This design comes from an exercise in tuning for small area, a short achievable clock period and few clock cycles per item on the open sky130 flow, not from production work.
RTL that was checked went through simulation tests only; none was proved equivalent to the original.
The RTL of run 1 was laid out without a check of its function.

==> flow/design.v (outline; a module is shown in full before it is edited, if it fits) <==
// module lpe_lane: 399 lines
// module lpe_lane_mul: 1625 lines
// module lpe_lane_add: 67 lines
// module lpe_lane_addsat: 12 lines
module lpe_lane (
    input  wire        clk,
    input  wire        rst,
    input  wire        start,
    output reg         done,
    input  wire [2:0]  mode,           
    input  wire        action,         
    input  wire        split,          
    input  wire        first,          
    input  wire        sp_track_cfg,   
    input  wire        sp_track_act,   
    input  wire [2:0]  sp_src,         
    input  wire        sp_stale,       
    input  wire        ff_en,          
    input  wire        trk_en,         
    input  wire        out_loop,       
    input  wire        out2_loop,      
    input  wire [31:0] kpv,  input wire [4:0] s_kpv,
    input  wire [31:0] opv,
    input  wire [31:0] ksp,  input wire [4:0] s_ksp,
    input  wire [31:0] osp,
    input  wire [31:0] kp,   input wire [4:0] s_kp,
    input  wire [31:0] ki,   input wire [4:0] s_ki,
    input  wire [31:0] kd,   input wire [4:0] s_kd,
    input  wire [31:0] kdf,  input wire [4:0] s_kdf,
    input  wire [31:0] kff,  input wire [4:0] s_kff,
    input  wire [31:0] kout, input wire [4:0] s_kout,
    input  wire [31:0] oout,
    input  wire [31:0] kout2, input wire [4:0] s_kout2,
    input  wire [31:0] oout2,
    input  wire [31:0] spmin,
    input  wire [31:0] spmax,
    input  wire [31:0] sprate,
    input  wire [31:0] imin,
    input  wire [31:0] imax,
    input  wire [31:0] omin,
    input  wire [31:0] omax,
    input  wire [31:0] orate,
    input  wire [31:0] dband,
    input  wire [31:0] fixed_sp,
    input  wire [31:0] x_in,
    input  wire [31:0] sp_in,
    input  wire [31:0] ff_in,
    input  wire [31:0] trk_in,
    input  wire [31:0] pv_last,
    input  wire [31:0] sp_last,
    input  wire [31:0] out_last,
    input  wire [31:0] d_last,
    input  wire [47:0] i_last,
    input  wire [31:0] man_out,
    output reg  [31:0] pv_new,
    output reg  [31:0] sp_new,
    output reg  [31:0] out_new,
    output reg  [31:0] d_new,
    output reg  [47:0] i_new,
    output reg  [31:0] err,
    output reg  [31:0] code,
    output reg  [31:0] code2,
    output reg         emit,
    output reg         sat,
    output reg         i_clamp,
    output reg         rate_lim
);
  // ...
==> flow/flow/run.sh <==
#!/bin/bash
set -euo pipefail
bash standard.sh SETUP_SLACK_MARGIN=22 "BUFFER_PORTS_ARGS=-buffer_cell sky130_fd_sc_hd__buf_1" finish > make.log 2>&1
==> flow/standard.sh <==
#!/bin/bash
# synth_recipe.tcl (not shown) runs the flow's synth.tcl, then flattens the netlist and writes it again
# the make line also repeats each setting of config.mk as NAME=value (left out here)
make -C /OpenROAD-flow-scripts/flow DESIGN_CONFIG=/design/flow/config.mk WORK_HOME=/design/flow/orfs CLKGATE_MAP_FILE= SYNTH_SCRIPT=/design/flow/synth_recipe.tcl "${@:-finish}"
==> flow/config.mk <==
export PLATFORM = sky130hd
export DESIGN_NAME = lpe_lane
export DESIGN_NICKNAME = lpe_lane
export VERILOG_FILES = /design/flow/design.v
export SDC_FILE = /design/flow/constraint.sdc
export NUM_CORES = 8
export LEC_CHECK = 0
export ABC_AREA = 1
export CAP_MARGIN = 20
export CORE_MARGIN = 2
export CORE_UTILIZATION = 35
export SLEW_MARGIN = 20
==> flow/constraint.sdc <==
create_clock -name core_clock -period 33.0 [get_ports {clk}]
set_input_delay 6.6000 -clock core_clock [delete_from_list [all_inputs] [get_ports {clk}]]
set_output_delay 6.6000 -clock core_clock [all_outputs]
set_load 0.01 [all_outputs]
==> Flow_metrics.wiki, run 1 <==
{| class="wikitable"
! Metric !! Value
|-
| Share of Yosys cell area claimed by the top area cell type || 0.144
|-
| Height of the chip || about 570 um
|-
| Highest-count cells in the layout ignoring fill and taps || nand2_1, inv_1, buf_1, o21ai_0, a21oi_1
|-
| Result of the run || no timing/DRC/antenna violations
|-
| Instance area after placement || 0.121 mm^2
|-
| Max stage delay on crit path || 0.52 ns
|-
| Grt met1 use || 0.587
|-
| Post-route worst hold slack || 0.643 ns
|-
| H-Tree Depth || 3
|-
| Post-synth EDFFs || 536
|-
| Total length of routed met3 wires || 120000 um
|-
| Post-route non-filler standard cell count || 22312
|-
| Worst setup skew after layout || 0.0756 ns
|-
| Largest area class, layout || multi-input gates
|-
| Post-synthesis share of cell area spent on full adders, half adders and majority gates || 0.214
|-
| Largest area contributor in the netlist || edfxtp_1
|-
| Vias per cell || 6.14
|-
| Critical Path End Type || flop
|-
| DR vias || 136908
|-
| Die Width || 568 um
|-
| Final sum of negative setup slack || 0 ns
|-
| Number of nets produced by synthesis || approximately 19000
|-
| Antenna Violating Nets Remaining || 0
|-
| Detailed-route wire length || 804000 um
|}
==> module lpe_lane_add, before the edit <==
module lpe_lane_add #(parameter W = 32, parameter ARCH = 2) (
    input  wire [W-1:0] a,
    input  wire [W-1:0] b,
    input  wire         cin,
    output wire [W-1:0] s,
    output wire         cm,
    output wire         co
);
    localparam L = $clog2(W);
    wire [W-1:0] g0 = a & b;
    wire [W-1:0] p0 = a ^ b;
    wire [W-1:0] gi = {g0[W-1:1], g0[0] | (p0[0] & cin)};
    wire [W-1:0] gg;    
    genvar i, l;
    generate
        if (ARCH == 2) begin : skl
            wire [W-1:0] G [0:L];
            wire [W-1:0] P [0:L];
            assign G[0] = gi;
            assign P[0] = p0;
            for (l = 0; l < L; l = l + 1) begin : lv
                for (i = 0; i < W; i = i + 1) begin : b
                    if ((i >> l) & 1) begin : m
                        localparam integer J = ((i >> l) << l) - 1;
                        assign G[l+1][i] = G[l][i] | (P[l][i] & G[l][J]);
                        assign P[l+1][i] = P[l][i] & P[l][J];
                    end else begin : k
                        assign G[l+1][i] = G[l][i];
                        assign P[l+1][i] = P[l][i];
                    end
                end
            end
            assign gg = G[L];
        end else begin : bk
            wire [W-1:0] G [0:2*L];
            wire [W-1:0] P [0:2*L];
            assign G[0] = gi;
            assign P[0] = p0;
            for (l = 0; l < L; l = l + 1) begin : up
                for (i = 0; i < W; i = i + 1) begin : b
                    if (((i + 1) % (2 << l)) == 0) begin : m
                        assign G[l+1][i] = G[l][i] | (P[l][i] & G[l][i - (1 << l)]);
                        assign P[l+1][i] = P[l][i] & P[l][i - (1 << l)];
                    end else begin : k
                        assign G[l+1][i] = G[l][i];
                        assign P[l+1][i] = P[l][i];
                    end
                end
            end
            for (l = L - 2; l >= 0; l = l - 1) begin : dn
                for (i = 0; i < W; i = i + 1) begin : b
                    if (((i + 1) % (2 << l)) == (1 << l) && i >= (2 << l)) begin : m
                        assign G[2*L-1-l][i] = G[2*L-2-l][i] | (P[2*L-2-l][i] & G[2*L-2-l][i - (1 << l)]);
                        assign P[2*L-1-l][i] = P[2*L-2-l][i] & P[2*L-2-l][i - (1 << l)];
                    end else begin : k
                        assign G[2*L-1-l][i] = G[2*L-2-l][i];
                        assign P[2*L-1-l][i] = P[2*L-2-l][i];
                    end
                end
            end
            assign gg = G[2*L-1];
        end
    endgenerate
    assign s  = p0 ^ {gg[W-2:0], cin};
    assign cm = gg[W-2];
    assign co = gg[W-1];
endmodule
==> inputs of run 2 (changes only) <==
--- a/flow/design.v
+++ b/flow/design.v
@@ -2030,7 +2030,7 @@
     output wire         cm,
     output wire         co
 );
-    localparam L = $clog2(W);
+    localparam L = (W > 32) ? 6 : 5;    
     wire [W-1:0] g0 = a & b;
     wire [W-1:0] p0 = a ^ b;
     wire [W-1:0] gi = {g0[W-1:1], g0[0] | (p0[0] & cin)};
==> run 2 against run 1 <==
Net effect: still clean on timing, DRC and antenna; critical path depth is the same; wire length is the same; synthesized cell count is the same; clock skew is the same; register-to-register slack is essentially flat; largest cell class unchanged.
==> Flow_metrics.wiki, run 2 <==
{| class="wikitable"
! Metric !! Value
|-
| Result of the run || no timing/DRC/antenna violations (unchanged)
|-
| Startpoint of the most critical register-to-register path || yr[5]$_DFFE_PP_ (unchanged)
|-
| Leading cell type by number of instances after synthesis || nand2_1 (unchanged)
|-
| Number of nets produced by synthesis || 19216 (unchanged)
|-
| Clock Root Buffer || clkbuf_16 (unchanged)
|-
| Floorplan Core Area || 0.318 mm^2 (unchanged)
|-
| Pin slew with the least headroom to its limit || 1.34 ns (unchanged)
|-
| Crit path launch type || primary input (unchanged)
|-
| Required time at the worst-slack endpoint || 33.60 ns (about the same)
|-
| Clock input transition at the sequential cells of the worst setup and hold paths || 0.06 ns (about the same)
|-
| Highest-count cells in the layout ignoring fill and taps || nand2_1, inv_1, buf_1, o21ai_0, a21oi_1 (unchanged)
|-
| Sequential share of the synthesized area || 0.154 (unchanged)
|-
| Post-route DRC violation count || 0 (unchanged)
|-
| Critical Path End Type || flop (unchanged)
|-
| Nets || 20607 (unchanged)
|-
| Vias per cell || 6.14 (unchanged)
|-
| Crit path from || out_last[2] (unchanged)
|-
| Netlist Area Pre-Place || 0.111 mm^2 (unchanged)
|-
| Final-report hold violation count || 0 (unchanged)
|-
| Total die area || 0.323 mm^2 (unchanged)
|-
| Relative slew slack || 0.104 (unchanged)
|-
| Number of I/O port buffers || 1412 (unchanged)
|-
| Netlist cell types || 94 (unchanged)
|-
| Share of cells above drive strength 1 || 0.132 (unchanged)
|-
| Max stage delay on crit path || 0.52 ns (about the same)
|-
| Post-synth ARST share || 0 (unchanged)
|-
| Fin area || 0.136 mm^2 (unchanged)
|-
| Leftover overflow at the end of global routing || 0 (unchanged)
|-
| Sinks on the clock net || 591 (unchanged)
|-
| Post-layout minimum cycle time || 11.15 ns (unchanged)
|-
| Setup slack of the most critical reg-to-reg path || 21.92 ns (about the same)
|-
| Height of the chip || 568 um (unchanged)
|-
| Gp weighted congestion || 1.11 (unchanged)
|-
| FILL cells || 33986 (unchanged)
|-
| Synth-to-layout area growth || 22.1% (unchanged)
|-
| H-Tree Depth || 3 (unchanged)
|-
| Maximum number of pins on one net before global-route repair || 120 (unchanged)
|-
| Final setup fails || 0 (unchanged)
|-
| Launch point of the worst hold path || inc[10]$_DFFE_PP_ (unchanged)
|-
| Crit-path max FO || 7 (unchanged)
|-
| Post-synth EDFFs || 536 (unchanged)
|-
| Syn avg cell area || 6.75 um^2 (unchanged)
|-
| Worst-path cell with the longest stage delay || buf_1 (unchanged)
|-
| Total count of max-transition violations in the final report || 0 (unchanged)
|-
| Pre-CTS setup slack || 18.66 ns (unchanged)
|-
| DR vias || 136908 (unchanged)
|-
| Global-route usage over all layers || 0.470 (unchanged)
|-
| Seq cells post-synth || 591 (unchanged)
|-
| Setup slack of the critical path after layout || 21.85 ns (unchanged)
|-
| Routed len/inst || 36.1 um (unchanged)
|-
| Worst setup skew after layout || 0.0756 ns (unchanged)
|-
| Biggest registers after layout || i_new x48, inc x48 (unchanged)
|-
| Primary flip-flop cell chosen by synthesis mapping || edfxtp_1 (unchanged)
|-
| Worst Path Class, Setup || in -> reg (unchanged)
|-
| Leading post-synthesis cells by cell area || edfxtp_1, nand2_1, ha_1 (unchanged)
|-
| Clock network latency to the later pin of the worst-skew pair || 0.90 ns (about the same)
|-
| Cts bufs inserted || 91 (unchanged)
|-
| Site Rows || 207 (unchanged)
|-
| Global-route wire length before repair || 1040000 um (unchanged)
|-
| Unrepaired setup endpoints after global routing || true (unchanged)
|-
| Most common cell after layout, fill and taps aside || nand2_1 (unchanged)
|-
| Count of maximum capacitance violations || 0 (unchanged)
|-
| Post-route fraction of the period consumed by the critical path || 0.338 (unchanged)
|-
| Die Width || 568 um (unchanged)
|-
| Detailed-route wire length || 804000 um (unchanged)
|-
| Most numerous cell types in the synthesized netlist || nand2_1, inv_1, o21ai_0 (unchanged)
|-
| Num ports || 1413 (unchanged)
|-
| Instance area after placement || 0.121 mm^2 (unchanged)
|-
| Most frequent CP cell || nand2_1 (unchanged)
|-
| Clock Path Buffers || 4 (unchanged)
|-
| Share of Yosys cell area claimed by the top area cell type || 0.144 (unchanged)
|-
| Final HPWL from detailed placement || 640000 um (unchanged)
|-
| Largest area contributor in the netlist || edfxtp_1 (unchanged)
|-
| Critical path data arrival time || 11.75 ns (about the same)
|-
| Gate count of the mapped netlist || 16521 (unchanged)
|-
| Drt pass-1 iters || 11 (unchanged)
|-
| Antenna Violating Nets Remaining || 0 (unchanged)
|-
| Final sum of negative setup slack || 0 ns (unchanged)
|-
| Clock tree from TritonCTS || built (unchanged)
|-
| Antenna violations before repair || 153 (unchanged)
|-
| Effective utilization at floorplan || 0.351 (unchanged)
|-
| Number of global-route vias before repair || 120083 (unchanged)
|-
| Number of DRC markers after the initial detailed-route iteration || 21788 (unchanged)
|-
| Count of warnings emitted by yosys || 3 (unchanged)
|-
| Maximum clock frequency || 0.0897 GHz (unchanged)
|-
| Worst min-delay path class || reg -> reg (unchanged)
|}
==> run 2: cell counts in the layout (fill, tap and decap cells not counted) <==
No cell type changed its count.
==> run 2: stage by stage <==
stage,utilization,std cells,hold WS (ns)
floorplan,-,16521,0.526
global placement,0.381,21504,0.616
detailed placement,0.381,21506,0.628
CTS,0.409,21895,0.642
global route,0.428,22206,0.672
finish,0.429,22312,0.643
==> run 2: repair_timing <==
item / CTS / global route
hold buffers: 0 / 0
gates cloned: 47 / 25
pin swaps: 161 / 336
setup endpoints to repair: 408 / 371
buffers inserted: 179 / 237
gates resized for setup: 908 / 824
==> run 2: final cells by class <==
class / count / area, um^2 / area share
clock buffers: 112 / 2410 / 0.0177
inverters: 2354 / 9050 / 0.0665
well taps: 4180 / 5230 / 0.0384
flip-flops and latches: 591 / 17200 / 0.126
repair buffers: 2201 / 13800 / 0.101
clock inverters: 51 / 547 / 0.00401
repair inverters: 4 / 27.5 / 0.000202
multi-input cells: 12669 / 87500 / 0.643
diodes: 150 / 375 / 0.00276
==> run 2: worst max-delay path, delay by kind of cell <==
family | cells | cell delay, ns
AND/OR/NAND/NOR | 16 | 2.01
buffers and inverters | 7 | 1.24
AO/OA/AOI/OAI | 6 | 1.05
adder cells (fa/ha/maj) | 2 | 0.80
==> run 2: logic make-up (layout without fill, tap and decap cells) <==
group | Yosys count | in the layout | synth area share
compound gates | 4020 | 4021 | 0.211
fa+ha+maj | 1559 | 1559 | 0.214
xor+xnor | 913 | 913 | 0.0720
simple gates | 6078 | 6097 | 0.228
flops | 591 | 591 | 0.154
other cells | 0 | 150 | 0
mux | 79 | 79 | 0.00745
buf+inv | 3281 | 4722 | 0.114
==> run 2: metal layers <==
layer	track usage	wire length, um
met4	0.389	81200
met3	0.200	120000
met5	0.0132	463
met2	0.616	304000
met1	0.587	299000
==> run 2: path summary, 6_finish.rpt <==
check / to / cells after the start
max: yr[7]$_DFFE_PP_ / 31
min: i_new[10]$_DFFE_PP_ / 2
max reg2reg: raw[0]$_DFFE_PP_ / 57
min reg2reg: i_new[10]$_DFFE_PP_ / 2
Testbench counts of run 2, summed over its fixed seeds: cycles 65,081, items 8,000.

==> static timing again, ports no longer ideal <==
The results above use ideal ports. As a check the final layouts listed here were re-extracted and re-timed, cells and wires unchanged. Step 1 assumes that a clkbuf_16 drives the clock port and a buf_2 every other input. Step 2 adds t to the input delays and takes it off the output delays; t is the mean of the earliest and latest rising clock arrival at the registers after step 1. Input paths then give back, and output paths get back, about the clock's delay inside the block. Slacks: ideal ports / drivers / drivers and shift; pairs: ideal ports / drivers.
run	t (ns)	setup WS [ns]	clock arrival spread, ns
run 1	0.990	21.847 / 21.923 / 20.956	0.076 / 0.075
run 2	0.990	21.847 / 21.923 / 20.956	0.076 / 0.075
After both steps setup and hold are still met in every run listed.
